This is an optimization exercise on Yosys and OpenROAD, whose aim is small area, not a production implementation. In this exercise RTL edits were held to simulation tests only and were not proved equivalent to the original. Power figures rest on the tool's default switching activity, not on a simulated workload.

==> flow/design.v, too long to show whole: its modules and the start of the top module <==
// module elkob_pcs: 1888 lines
module elkob_pcs(clk, rst, tx_valid, tx_data, tx_last, tx_ready, tx_code, rx_code, rx_valid, rx_data, rx_end, rx_crc_ok, rx_code_err, rx_echo);
  // ...
==> flow/run.sh <==
#!/bin/bash
# synth_recipe.tcl (not shown) runs the flow's synth.tcl, then flattens the netlist and writes it again
# the make line also repeats each setting of config.mk as NAME=value (left out here)
make -C /OpenROAD-flow-scripts/flow DESIGN_CONFIG=/design/flow/config.mk WORK_HOME=/design/flow/orfs CLKGATE_MAP_FILE= SYNTH_SCRIPT=/design/flow/synth_recipe.tcl finish
==> flow/config.mk <==
export PLATFORM = sky130hd
export DESIGN_NAME = elkob_pcs
export DESIGN_NICKNAME = elkob_pcs
export VERILOG_FILES = /design/flow/design.v
export SDC_FILE = /design/flow/constraint.sdc
export NUM_CORES = 4
export LEC_CHECK = 0
export ABC_AREA = 1
export CAP_MARGIN = 20
export CORE_MARGIN = 2
export CORE_UTILIZATION = 70
export CTS_BUF_LIST = sky130_fd_sc_hd__clkbuf_8
export CTS_CLUSTER_SIZE = 20
export SLEW_MARGIN = 20
==> flow/constraint.sdc <==
create_clock -name core_clock -period 11.0 [get_ports {clk}]
set_input_delay 2.2000 -clock core_clock [delete_from_list [all_inputs] [get_ports {clk}]]
set_output_delay 2.2000 -clock core_clock [all_outputs]
set_load 0.01 [all_outputs]
==> impl_metrics.py, run 1 <==
metrics = {
    "cts": {
        "clock-root-buffer": "clkbuf_8",
        "cts_setup_buffers": 0,
    },
    "route": {
        "drtIter0Drc": 421,
        "vias": 5653,
        "wl_per_cell_um": 15.95,
    },
    "worst_setup_path": {
        "cp_max_fo": 9,
        "crit_chain": "clkdlybuf4s50_1 > inv_1 > ha_1 > inv_1 > nor2_1 > nand3_1 > nand2_1 > nor4_2 > nand2_2 > xor2_1 > xor2_1 > xor2_1 > mux2i_1",
        "cpMostUsedCell": "xor2_1",
        "critPathMaxStageDelay_ps": 660,
        "worstReg2RegStart": "t_state_reg[0]$_DFF_P_",
    },
    "finish": {
        "n_clock_buffer": 10,
        "num-fill-cells": 506,
        "n_all_buffers": 46,
        "final_cell_mix": "nand2_1 (146), inv_1 (114), dfxtp_1 (94)",
        "layout-drive-gt1-share": 0.06643,
    },
    "power_and_ir_drop": {
        "p_clk_w": 0.000219,
        "seq_cell_power_w": 0.000591,
        "power.share.clock": 0.101,
    },
    "sta": {
        "setup_viol": 0,
        "finalMaxSlewViolations": 0,
        "timing.final.crit_period_ps": 5189,
        "hold_viol": 0,
        "tns_ps": 0,
    },
    "hold_path": {
        "min_from": "t_crc[18]$_DFF_P_",
    },
    "logic_synthesis": {
        "synth_nets": 829,
        "synthFlopType": "dfxtp_1",
        "synth_xor_area_frac": 0.1153,
        "synth_area_um2": 5602,
    },
    "placement": {
        "dpl_cell_area_um2": 6152,
        "port_buffers": 45,
    },
    "global_routing": {
        "met1_usage": 0.4262,
    },
    "die": {
        "core_um2": 7727,
    },
    "run_status": {
        "outcome": "finished clean",
    },
    "job": {
        "drv_cap": 0,
    },
}
==> run 2, diff against run 1 <==
--- a/flow/config.mk
+++ b/flow/config.mk
@@ -9,6 +9,4 @@
 export CAP_MARGIN = 20
 export CORE_MARGIN = 2
 export CORE_UTILIZATION = 70
-export CTS_BUF_LIST = sky130_fd_sc_hd__clkbuf_8
-export CTS_CLUSTER_SIZE = 20
 export SLEW_MARGIN = 20
==> impl_metrics.py, run 2 <==
metrics = {
    "run_status": {
        "outcome": "finished clean",
    },
    "die": {
        "io_pins": 46,
        "dieWidth_um": 93.46,
        "die_y_um": 93.46,
        "std_cell_rows": 32,
        "initial_utilization": 0.7249,
        "core_um2": 7727,
        "die_area_um2": 8734,
    },
    "sta": {
        "worst_pin_slew_ps": 675.1,
        "tns_ps": 0,
        "setup_slack_ps": 5811,
        "period_share": 0.4717,
        "timing.final.crit_period_ps": 5189,
        "max_freq_mhz": 192.7,
        "finalMaxSlewViolations": 0,
        "slew_headroom": 0.5452,
        "setup_viol": 0,
        "hold_viol": 0,
        "grt_setup_unrepaired": "false",
        "skew_ps": 16.32,
    },
    "logic_synthesis": {
        "synth_top_family_by_area": "simple AND/OR/NAND/NOR gates",
        "synthTopCellsByCount": "nand2_1 (146), inv_1 (113), dfxtp_1 (94)",
        "ys_ff_latch": 94,
        "synthCells": 789,
        "synthTopCellsByArea": "dfxtp_1 (34%), nand2_1 (9.8%), inv_1 (7.6%)",
        "synthSimpleGateAreaFrac": 0.2555,
        "synth-adder-area-share": 0.04021,
        "synth_mux_area_frac": 0.003574,
        "synth_nets": 829,
        "synth_area_um2": 5602,
        "synth.most_common_cell": "nand2_1",
        "synth_xor_area_frac": 0.1153,
        "synth_seq_area_share": 0.3359,
        "synth_edf_count": 0,
        "synthFlopType": "dfxtp_1",
        "synth_top_cell_by_area": "dfxtp_1",
        "synth_compound_area_frac": 0.1622,
        "yosysTopAreaCellShare": 0.3359,
        "yosysWarnings": 1,
        "synthArstFlopShare": 0,
        "synthDistinctLibCells": 54,
        "postSynthAreaPerCell_um2": 7.100,
    },
    "global_routing": {
        "grt_pass1_wl_um": 24870,
        "antenna_found_initial": 0,
        "track_usage": 0.3568,
        "grt_max_degree": 27,
        "grt_pass1_vias": 5599,
        "grt_overflow": 0,
    },
    "worst_setup_path": {
        "cp_slowest_cell": "clkdlybuf4s50_1",
        "crit_chain": "clkdlybuf4s50_1 > inv_1 > ha_1 > inv_1 > nor2_1 > nand3_1 > nand2_1 > nor4_2 > nand2_2 > xor2_1 > xor2_1 > xor2_1 > mux2i_1",
        "required_ps": 11300,
        "cp-start-kind": "input pin",
        "crit_arrival_ps": 5490,
        "critPathMaxStageDelay_ps": 660,
        "cpMostUsedCell": "xor2_1",
        "cp_max_fo": 9,
        "cp-end-kind": "register",
        "path_class": "in -> reg",
    },
    "route": {
        "vias": 5661,
        "drt-total-wl_um": 15100,
        "viasPerCell": 5.990,
        "drtIter0Drc": 421,
        "wl_per_cell_um": 15.98,
        "postRouteAntennaNets": 0,
        "drc": 0,
        "dr.pass1.iters": 5,
    },
    "finish": {
        "layout_commonest_cell": "nand2_1",
        "final_cell_mix": "nand2_1 (146), inv_1 (113), dfxtp_1 (94)",
        "fin_util": 0.8201,
        "nets": 878,
        "diodes": 0,
        "area.growth.synth_to_final_pct": 13.13,
        "register_area_um2": 1882,
        "reg.largest.list": "r_crc (32), t_crc (32), tx_code (10)",
        "fin_cells": 945,
        "multi_input_area_um2": 3231,
        "layout-drive-gt1-share": 0.06643,
        "num-fill-cells": 506,
    },
    "power_and_ir_drop": {
        "pwr-share-seq": 0.272,
        "p_comb_frac": 0.626,
        "power.leakage_nw": 2.934,
        "internal-power_w": 0.001082,
        "p_switching_w": 0.001090,
        "switching_share": 0.5019,
        "irDropWorstVdd_uv": 219.4,
        "p_per_area_nw_per_um2": 342.7,
        "power.share.clock": 0.102,
    },
    "cts": {
        "cts_hold_buf": 0,
        "cts-buffers-inserted": 9,
        "clock_latency_ps": 360,
        "cts_sinks": 94,
        "clk_path_buf_depth": 2,
        "cts_resized": 0,
        "cts.clk_slew.worst_paths_ps": 100,
        "clock-root-buffer": "clkbuf_8",
        "htree_levels": 3,
        "cts_setup_buffers": 0,
        "cts_tree": "built",
    },
    "job": {
        "drv_cap": 0,
    },
    "hold_path": {
        "hold_path_class": "reg -> reg",
    },
    "placement": {
        "gp_congestion": 1.005,
        "dp_cells": 929,
        "dp_hpwl_um": 11190,
        "port_buffers": 45,
        "dp_worst_setup_slack_ps": 5496,
    },
}
## run 2: logic make-up after synthesis
group | after synthesis
flip-flops | 94
XOR/XNOR | 66
buffers and inverters | 129
AND/OR/NAND/NOR | 322
adder cells (fa/ha/maj) | 18
AO/OA/AOI/OAI | 158
multiplexers | 2
## run 2: cell type report
cell class	instances	share of cell area
clock inverters	5	0.006910
multi-input cells	566	0.5098
well taps	102	0.02014
flip-flops and latches	94	0.2969
repair buffers	46	0.07226
clock buffers	11	0.02231
inverters	121	0.07167
## run 2: path summary, 6_finish.rpt
path	start	end	slack (ps)	depth (start not counted)
max	rx_code[6]	r_crc[7]$_DFF_P_	5810	13
min	t_crc[18]$_DFF_P_	t_crc[10]$_DFF_P_	450	1
max reg2reg	t_state_reg[0]$_DFF_P_	tx_code[0]$_DFF_P_	7750	21
min reg2reg	t_crc[18]$_DFF_P_	t_crc[10]$_DFF_P_	450	1
## run 2: layer usage
metal | routed length, µm | part of all wire | up-vias | track usage
met2 | 7269 | 0.48 | 369 | 0.6223
met3 | 1409 | 0.093 | 72 | 0.06044
met1 | 5814 | 0.39 | 2557 | 0.4262
li1 | - | - | 2663 | -
met4 | 607 | 0.040 | 0 | 0.1667
met5 | 0 | 0 | - | 0
## run 2: power groups by stage
stage	clock (W)	combinational [W]	sequential, W
final	0.000221	0.00136	0.000591
after global routing	0.000233	0.00151	0.000600
after CTS	0.000219	0.00133	0.000586
after detailed placement	0	0.00131	0.000591
after global placement	0	0.00124	0.000585
after floorplan	0	0.000987	0.000578
## run 2: per-stage QoR
step	power (W)	hold slack [ps]	area [µm²]
after floorplan	0.001566	406.8	5602
after global placement	0.001828	411.4	6152
after detailed placement	0.001901	424.1	6152
after CTS	0.002133	450.4	6337
after global routing	0.002343	467.5	6337
final	0.002172	451.4	6337
## run 2: critical path, delay by kind of cell
kind | cells | cell delay (ps)
buf+inv | 3 | 950
fa+ha+maj | 1 | 340
xor+xnor | 3 | 1020
simple gates | 5 | 790
mux | 1 | 190

[separate check: timing with driven ports]
Ports are ideal in the flow. The routed layouts listed here were re-timed in OpenROAD.
Step 1 sets driving cells, clkbuf_16 on the clock port and buf_2 on the other inputs (assumed; they add their load-dependent delay and slew).
Step 2 adds t to the input delays and takes it off the output delays; t is the mean of the earliest and latest rising clock arrival at the registers after step 1. Input paths then give back, and output paths get back, about the clock's delay inside the block.
Three values: ideal, step 1, step 2; two values: the first two.
| run | t (ns) | setup slack, ns | hold WS [ns] | worst slew at a driven data input, ns | pins driven straight from the clock port |
|---|---|---|---|---|---|
| run 1 | 0.393 | 5.811 / 5.822 / 5.429 | 0.451 / 0.451 / 0.451 | 0.04 | 1 |
| run 2 | 0.394 | 5.811 / 5.823 / 5.429 | 0.451 / 0.451 / 0.451 | 0.04 | 1 |
After both steps every run listed still meets setup and hold.
